This design comes from an exercise in tuning for small area, a short achievable clock period and few clock cycles per item on the open sky130 flow, not from production work. In this exercise RTL edits were held to simulation tests only and were not proved equivalent to the original.

==> module aes256_enc, before the edit <==
module aes256_enc (
    input  wire         clk,
    input  wire         rst,         
    input  wire         in_valid,
    output wire         in_ready,
    input  wire [255:0] in_key,
    input  wire [127:0] in_data,
    output wire         out_valid,
    input  wire         out_ready,
    output wire [127:0] out_data
);
    reg [127:0] s0;              
    reg [127:0] s1_c;            
    reg [63:0]  s1_d;            
    reg [127:0] s2;              
    reg [127:0] ka0, ka1, ka2;
    reg [127:0] kb0, kb1, kb2;
    reg [31:0]  kc1;             
    reg [15:0]  kd1;
    reg [31:0]  kc2;
    reg         v0, v1, v2;      
    reg         p0, p1, p2;      
    reg         h0, h1, h2;      
    reg [3:0]   r0, r1, r2;      
    reg [1:0]   t0, t1, t2;      
    reg [1:0]   tag_in;          
    reg [1:0]   tag_out;         
    reg         ovalid;
    reg [127:0] obuf;
    assign out_valid = ovalid;
    assign out_data  = obuf;
    genvar i, c, r;
    wire [127:0] ark = s0 ^ ka0;
    wire [127:0] c_n;
    wire [63:0]  d_n;
    wire [31:0]  kc_n;
    wire [15:0]  kd_n;
    generate
        for (i = 0; i < 16; i = i + 1) begin : g_in
            aes_sb_in u (.a(ark[127-8*i -: 8]), .c(c_n[127-8*i -: 8]), .d(d_n[63-4*i -: 4]));
        end
        for (i = 0; i < 4; i = i + 1) begin : g_kin
            aes_sb_in u (.a(kb0[31-8*i -: 8]), .c(kc_n[31-8*i -: 8]), .d(kd_n[15-4*i -: 4]));
        end
    endgenerate
    wire [127:0] ci_n;
    wire [31:0]  kci_n;
    generate
        for (i = 0; i < 16; i = i + 1) begin : g_mid
            aes_sb_mid u (.c(s1_c[127-8*i -: 8]), .d(s1_d[63-4*i -: 4]), .ci(ci_n[127-8*i -: 8]));
        end
        for (i = 0; i < 4; i = i + 1) begin : g_kmid
            aes_sb_mid u (.c(kc1[31-8*i -: 8]), .d(kd1[15-4*i -: 4]), .ci(kci_n[31-8*i -: 8]));
        end
    endgenerate
    wire [127:0] sb, sr, mc;
    wire [31:0]  ksub;
    generate
        for (i = 0; i < 16; i = i + 1) begin : g_out
            aes_sb_out u (.ci(s2[127-8*i -: 8]), .y(sb[127-8*i -: 8]));
        end
        for (i = 0; i < 4; i = i + 1) begin : g_kout
            aes_sb_out u (.ci(kc2[31-8*i -: 8]), .y(ksub[31-8*i -: 8]));
        end
        for (c = 0; c < 4; c = c + 1) begin : g_shift_col
            for (r = 0; r < 4; r = r + 1) begin : g_shift_row
                assign sr[127-8*(4*c+r) -: 8] = sb[127-8*(4*((c+r)%4)+r) -: 8];
            end
        end
        for (c = 0; c < 4; c = c + 1) begin : g_mix
            wire [7:0] a0 = sr[127-32*c    -: 8];
            wire [7:0] a1 = sr[127-32*c-8  -: 8];
            wire [7:0] a2 = sr[127-32*c-16 -: 8];
            wire [7:0] a3 = sr[127-32*c-24 -: 8];
            wire [7:0] x0 = {a0[6:0], 1'b0} ^ (a0[7] ? 8'h1b : 8'h00);
            wire [7:0] x1 = {a1[6:0], 1'b0} ^ (a1[7] ? 8'h1b : 8'h00);
            wire [7:0] x2 = {a2[6:0], 1'b0} ^ (a2[7] ? 8'h1b : 8'h00);
            wire [7:0] x3 = {a3[6:0], 1'b0} ^ (a3[7] ? 8'h1b : 8'h00);
            assign mc[127-32*c    -: 8] = x0 ^ x1 ^ a1 ^ a2 ^ a3;
            assign mc[127-32*c-8  -: 8] = a0 ^ x1 ^ x2 ^ a2 ^ a3;
            assign mc[127-32*c-16 -: 8] = a0 ^ a1 ^ x2 ^ x3 ^ a3;
            assign mc[127-32*c-24 -: 8] = x0 ^ a0 ^ a1 ^ a2 ^ x3;
        end
    endgenerate
    wire [7:0]  rcon = r2[0] ? (8'h01 << r2[3:1]) : 8'h00;
    wire [31:0] p_0 = ka2[127:96] ^ {rcon, 24'h000000};
    wire [31:0] p_1 = p_0 ^ ka2[95:64];
    wire [31:0] p_2 = p_1 ^ ka2[63:32];
    wire [31:0] p_3 = p_2 ^ ka2[31:0];
    wire [127:0] k_next = {p_0 ^ ksub, p_1 ^ ksub, p_2 ^ ksub, p_3 ^ ksub};
    reg  free, write_out, out_park, enter;
    wire [1:0] tag_out_n = tag_out + {1'b0, write_out};
    wire       ovalid_n  = write_out || (ovalid && !out_ready);
    wire       turn_n    = (t1 == tag_out_n) && !ovalid_n;
    wire       fin_n     = v1 && !p1 && (r1 == 4'd14);
    wire       opark_n   = v1 && p1 && h1 && turn_n;
    wire       wout_n    = (fin_n && turn_n) || opark_n;
    wire accept = free && in_valid;
    reg ready;
    assign in_ready = ready;
    wire [127:0] result = (sr & {128{!out_park}}) ^ kb2;
    wire [127:0] obuf_d;
    wire         ready_d;
    aes_hold128 u_obuf_d (
        .load(write_out), .a(result), .q(obuf), .d(obuf_d),
        .v1(v1), .wout_n(wout_n), .ready_d(ready_d)
    );
    always @(posedge clk) begin
        s1_c <= c_n;
        s1_d <= d_n;
        ka1  <= ka0;
        kb1  <= kb0;
        kc1  <= r0[0] ? {kc_n[23:0], kc_n[31:24]} : kc_n;
        kd1  <= r0[0] ? {kd_n[11:0], kd_n[15:12]} : kd_n;
        p1   <= p0;
        h1   <= h0;
        r1   <= r0;
        t1   <= t0;
        s2   <= ci_n;
        ka2  <= ka1;
        kb2  <= kb1;
        kc2  <= kci_n;
        p2   <= p1;
        h2   <= h1;
        r2   <= r1;
        t2   <= t1;
        s0   <= free ? in_data          : mc;
        ka0  <= free ? in_key[255:128]  : (enter ? result : kb2);
        kb0  <= free ? in_key[127:0]    : (p2 ? ka2 : k_next);
        r0   <= free ? 4'd1             : r2 + 4'd1;
        p0   <= !free && (p2 || enter);
        h0   <= p2 && !h2;
        t0   <= free ? tag_in           : t2;
        obuf <= obuf_d;
        if (rst) begin
            v0      <= 1'b0;
            v1      <= 1'b0;
            v2      <= 1'b0;
            ovalid  <= 1'b0;
            tag_in  <= 2'd0;
            tag_out <= 2'd0;
            free      <= 1'b1;
            ready     <= 1'b1;
            write_out <= 1'b0;
            out_park  <= 1'b0;
            enter     <= 1'b0;
        end else begin
            free      <= !v1 || wout_n;
            ready     <= ready_d;
            write_out <= wout_n;
            out_park  <= opark_n;
            enter     <= fin_n && !turn_n;
            v1      <= v0;
            v2      <= v1;
            v0      <= free ? in_valid : v2;
            ovalid  <= ovalid_n;
            if (accept)
                tag_in <= tag_in + 2'd1;
            if (write_out)
                tag_out <= tag_out + 2'd1;
        end
    end
endmodule
==> module aes_hold128, before the edit <==
module aes_hold128 (
    input  wire         load,
    input  wire [127:0] a,
    input  wire [127:0] q,
    output wire [127:0] d,
    input  wire         v1,
    input  wire         wout_n,
    output wire         ready_d
);
    assign d       = load ? a : q;
    assign ready_d = !v1 || wout_n;
endmodule
export LEC_CHECK = 0
export CAP_MARGIN = 20
export CELL_PAD_IN_SITES_DETAIL_PLACEMENT = 0
export CELL_PAD_IN_SITES_GLOBAL_PLACEMENT = 1
export CORE_MARGIN = 2
export CORE_UTILIZATION = 55
export CTS_CLUSTER_DIAMETER = 80
export CTS_CLUSTER_SIZE = 25
export PLACE_DENSITY = 0.7
export SETUP_SLACK_MARGIN = 4.5
export SLEW_MARGIN = 20
export SYNTH_HIERARCHICAL = 1
export SYNTH_MINIMUM_KEEP_SIZE = 100
create_clock -name core_clock -period 7.0 [get_ports {clk}]
standard.sh (not shown) runs the stock make flow with config.mk's settings and CLKGATE_MAP_FILE= SYNTH_SCRIPT=/design/flow/synth_recipe.tcl, a recipe that flattens the netlist after the stock synthesis.
==> flow/flow/run.sh <==
#!/bin/bash
# The standard layout, with the port buffers that the placement step inserts
# on every input and output made sky130_fd_sc_hd__buf_2 (the default picks a
# delay cell). Everything else is the standard flow's own flow (standard.sh).
set -euo pipefail
export BUFFER_PORTS_ARGS="-buffer_cell sky130_fd_sc_hd__buf_2"
bash standard.sh > standard.log 2>&1
Testbench counts at the start, summed over its fixed seeds: cycles 28,912, blocks 2,048.
Then changed:
--- a/flow/design.v
+++ b/flow/design.v
@@ -164,15 +164,10 @@
     wire       opark_n   = v1 && p1 && h1 && turn_n;
     wire       wout_n    = (fin_n && turn_n) || opark_n;
     wire accept = free && in_valid;
-    reg ready;
-    assign in_ready = ready;
+    assign in_ready = free;
     wire [127:0] result = (sr & {128{!out_park}}) ^ kb2;
     wire [127:0] obuf_d;
-    wire         ready_d;
-    aes_hold128 u_obuf_d (
-        .load(write_out), .a(result), .q(obuf), .d(obuf_d),
-        .v1(v1), .wout_n(wout_n), .ready_d(ready_d)
-    );
+    aes_hold128 u_obuf_d (.load(write_out), .a(result), .q(obuf), .d(obuf_d));
     always @(posedge clk) begin
         s1_c <= c_n;
         s1_d <= d_n;
@@ -208,13 +203,11 @@
             tag_in  <= 2'd0;
             tag_out <= 2'd0;
             free      <= 1'b1;
-            ready     <= 1'b1;
             write_out <= 1'b0;
             out_park  <= 1'b0;
             enter     <= 1'b0;
         end else begin
             free      <= !v1 || wout_n;
-            ready     <= ready_d;
             write_out <= wout_n;
             out_park  <= opark_n;
             enter     <= fin_n && !turn_n;
@@ -233,11 +226,7 @@
     input  wire         load,
     input  wire [127:0] a,
     input  wire [127:0] q,
-    output wire [127:0] d,
-    input  wire         v1,
-    input  wire         wout_n,
-    output wire         ready_d
-);
-    assign d       = load ? a : q;
-    assign ready_d = !v1 || wout_n;
-endmodule
+    output wire [127:0] d
+);
+    assign d = load ? a : q;
+endmodule
=> Via count increases by 0.72%; clock skew climbs by 0.0077 ns; synthesized cell count barely changes; fmax grows by 0.50%; wire length increases by 1.7%; register-to-register slack degrades by 0.04 ns; cell area is about the same; setup slack improved by 0.013 ns.
Testbench counts after the change, summed over its fixed seeds: cycles 28,912, blocks 2,048.

---

aes256_enc, a different RTL version from the one above (not shown whole).
Size: roughly 7800 cells after synthesis, roughly 72000 um^2 of cells after synthesis.
Settings: LEC_CHECK=0, CAP_MARGIN=20, CELL_PAD_IN_SITES_DETAIL_PLACEMENT=2, CELL_PAD_IN_SITES_GLOBAL_PLACEMENT=4, CORE_MARGIN=2, CORE_UTILIZATION=25, PLACE_DENSITY=0.4, SLEW_MARGIN=20; clock period 7.0 ns.
run.sh (not shown) runs the stock make flow with config.mk's settings and CLKGATE_MAP_FILE= SYNTH_SCRIPT=/design/flow/synth_recipe.tcl, a recipe that flattens the netlist after the stock synthesis.
Stock flow here: none of the scripts above is used.
Testbench counts at the start, summed over its fixed seeds: cycles 28,912, blocks 2,048.
Change:
--- a/flow/design.v
+++ b/flow/design.v
@@ -34,36 +34,24 @@
             c[2] = (a[2]&b[0]) ^ (a[1]&b[1]) ^ (a[0]&b[2]);
             c[3] = (a[3]&b[0]) ^ (a[2]&b[1]) ^ (a[1]&b[2]) ^ (a[0]&b[3]);
             c[4] = (a[3]&b[1]) ^ (a[2]&b[2]) ^ (a[1]&b[3]);
             c[5] = (a[3]&b[2]) ^ (a[2]&b[3]);
             c[6] = a[3]&b[3];
             gf4_mul = {c[3]^c[6], c[2]^c[5]^c[6], c[1]^c[4]^c[5], c[0]^c[4]};
         end
     endfunction
     function automatic [3:0] gf4_inv(input [3:0] d);
-        case (d)
-            4'h0: gf4_inv = 4'h0;
-            4'h1: gf4_inv = 4'h1;
-            4'h2: gf4_inv = 4'h9;
-            4'h3: gf4_inv = 4'he;
-            4'h4: gf4_inv = 4'hd;
-            4'h5: gf4_inv = 4'hb;
-            4'h6: gf4_inv = 4'h7;
-            4'h7: gf4_inv = 4'h6;
-            4'h8: gf4_inv = 4'hf;
-            4'h9: gf4_inv = 4'h2;
-            4'ha: gf4_inv = 4'hc;
-            4'hb: gf4_inv = 4'h5;
-            4'hc: gf4_inv = 4'ha;
-            4'hd: gf4_inv = 4'h4;
-            4'he: gf4_inv = 4'h3;
-            4'hf: gf4_inv = 4'h8;
-        endcase
+        begin
+            gf4_inv[0] = d[0] ^ d[1] ^ d[2] ^ (d[0]&d[2]) ^ (d[1]&d[2]) ^ (d[0]&d[1]&d[2]) ^ d[3] ^ (d[1]&d[2]&d[3]);
+            gf4_inv[1] = (d[0]&d[1]) ^ (d[0]&d[2]) ^ (d[1]&d[2]) ^ d[3] ^ (d[1]&d[3]) ^ (d[0]&d[1]&d[3]);
+            gf4_inv[2] = (d[0]&d[1]) ^ d[2] ^ (d[0]&d[2]) ^ d[3] ^ (d[0]&d[3]) ^ (d[0]&d[2]&d[3]);
+            gf4_inv[3] = d[1] ^ d[2] ^ d[3] ^ (d[0]&d[3]) ^ (d[1]&d[3]) ^ (d[2]&d[3]) ^ (d[1]&d[2]&d[3]);
+        end
     endfunction
     wire [3:0] di = gf4_inv(d);
     assign ci = {gf4_mul(c[7:4], di), gf4_mul(c[7:4] ^ c[3:0], di)};
 endmodule
 module aes_sb_out (
     input  wire [7:0] ci,
     output wire [7:0] y
 );
     assign y = {ci[1] ^ ci[2] ^ ci[3], ci[4] ^ ci[5] ^ ci[6], ci[1] ^ ci[2] ^ ci[5] ^ ci[6], ci[0] ^ ci[3] ^ ci[4], ci[0] ^ ci[1] ^ ci[2] ^ ci[3] ^ ci[6], ci[0] ^ ci[2] ^ ci[3] ^ ci[5] ^ ci[6] ^ ci[7], ci[0] ^ ci[1] ^ ci[4], ci[0] ^ ci[1] ^ ci[2] ^ ci[3] ^ ci[5] ^ ci[7]} ^ 8'h63;
@@ -163,26 +151,26 @@
         end
     endgenerate
     wire [7:0]  rcon = r2[0] ? (8'h01 << r2[3:1]) : 8'h00;
     wire [31:0] kw_t = (r2[0] ? {ksub[23:0], ksub[31:24]} : ksub) ^ {rcon, 24'h000000};
     wire [31:0] p_0 = ka2[127:96];
     wire [31:0] p_1 = p_0 ^ ka2[95:64];
     wire [31:0] p_2 = p_1 ^ ka2[63:32];
     wire [31:0] p_3 = p_2 ^ ka2[31:0];
     wire [127:0] k_next = {p_0 ^ kw_t, p_1 ^ kw_t, p_2 ^ kw_t, p_3 ^ kw_t};
-    wire turn      = (t2 == tag_out) && !ovalid;
-    wire fin       = v2 && !p2 && (r2 == 4'd14);
-    wire out_fin   = fin && turn;
-    wire out_park  = v2 && p2 && h2 && turn;
-    wire write_out = out_fin || out_park;
-    wire enter     = fin && !turn;
-    wire free      = !v2 || write_out;
-    wire accept    = free && in_valid;
+    reg  free, write_out, out_park, enter;
+    wire [1:0] tag_out_n = tag_out + {1'b0, write_out};
+    wire       ovalid_n  = write_out || (ovalid && !out_ready);
+    wire       turn_n    = (t1 == tag_out_n) && !ovalid_n;
+    wire       fin_n     = v1 && !p1 && (r1 == 4'd14);
+    wire       opark_n   = v1 && p1 && h1 && turn_n;
+    wire       wout_n    = (fin_n && turn_n) || opark_n;
+    wire accept = free && in_valid;
     assign in_ready = free;
     wire [127:0] result = (sr & {128{!out_park}}) ^ kb2;
     always @(posedge clk) begin
         s1_c <= c_n;
         s1_d <= d_n;
         ka1  <= ka0;
         kb1  <= kb0;
         kc1  <= kc_n;
         kd1  <= kd_n;
@@ -208,21 +196,29 @@
         if (write_out)
             obuf <= result;
         if (rst) begin
             v0      <= 1'b0;
             v1      <= 1'b0;
             v2      <= 1'b0;
             ovalid  <= 1'b0;
             tag_in  <= 2'd0;
             tag_out <= 2'd0;
+            free      <= 1'b1;
+            write_out <= 1'b0;
+            out_park  <= 1'b0;
+            enter     <= 1'b0;
         end else begin
+            free      <= !v1 || wout_n;
+            write_out <= wout_n;
+            out_park  <= opark_n;
+            enter     <= fin_n && !turn_n;
             v1      <= v0;
             v2      <= v1;
             v0      <= free ? in_valid : v2;
-            ovalid  <= write_out || (ovalid && !out_ready);
+            ovalid  <= ovalid_n;
             if (accept)
                 tag_in <= tag_in + 2'd1;
             if (write_out)
                 tag_out <= tag_out + 2'd1;
         end
     end
 endmodule
Area after synthesis grows by 0.32%.
Critical path depth decreases by 7.
Wire length increases by about 1.6%.
Via count is lower by 2.5%.
Sequential cell count climbs by 4.
Testbench counts after the change, summed over its fixed seeds: cycles 28,912, blocks 2,048.

separate check: timing with driven ports:
How much do the figures lean on ideal ports? The routed layouts below were timed once more, with nothing changed but the port constraints. Step 1 sets driving cells, clkbuf_16 on the clock port and buf_2 on the other inputs (assumed; they add their load-dependent delay and slew). Step 2 times the ports against the registers' clock, not the clock port: input delays grow and output delays shrink by t, the midpoint of the rising clock arrivals with the driver on. a / b / c = ideal ports / drivers / drivers and shift; a / b = the first two.
| run | t, ns | setup slack, ns | slew at the worst register clock pin (ns) |
|---|---|---|---|
| the first run of note 1 | 0.784 | 4.385 / 4.304 / 4.443 | 0.10 / 0.10 |
| the second run of note 1 | 0.774 | 4.398 / 4.316 / 4.404 | 0.10 / 0.10 |
| the first run of note 2 | 0.934 | 1.765 / 1.664 / 2.454 | 0.07 / 0.07 |
| the second run of note 2 | 0.946 | 3.311 / 3.211 / 3.653 | 0.06 / 0.06 |
After both steps every run listed still meets setup and hold.
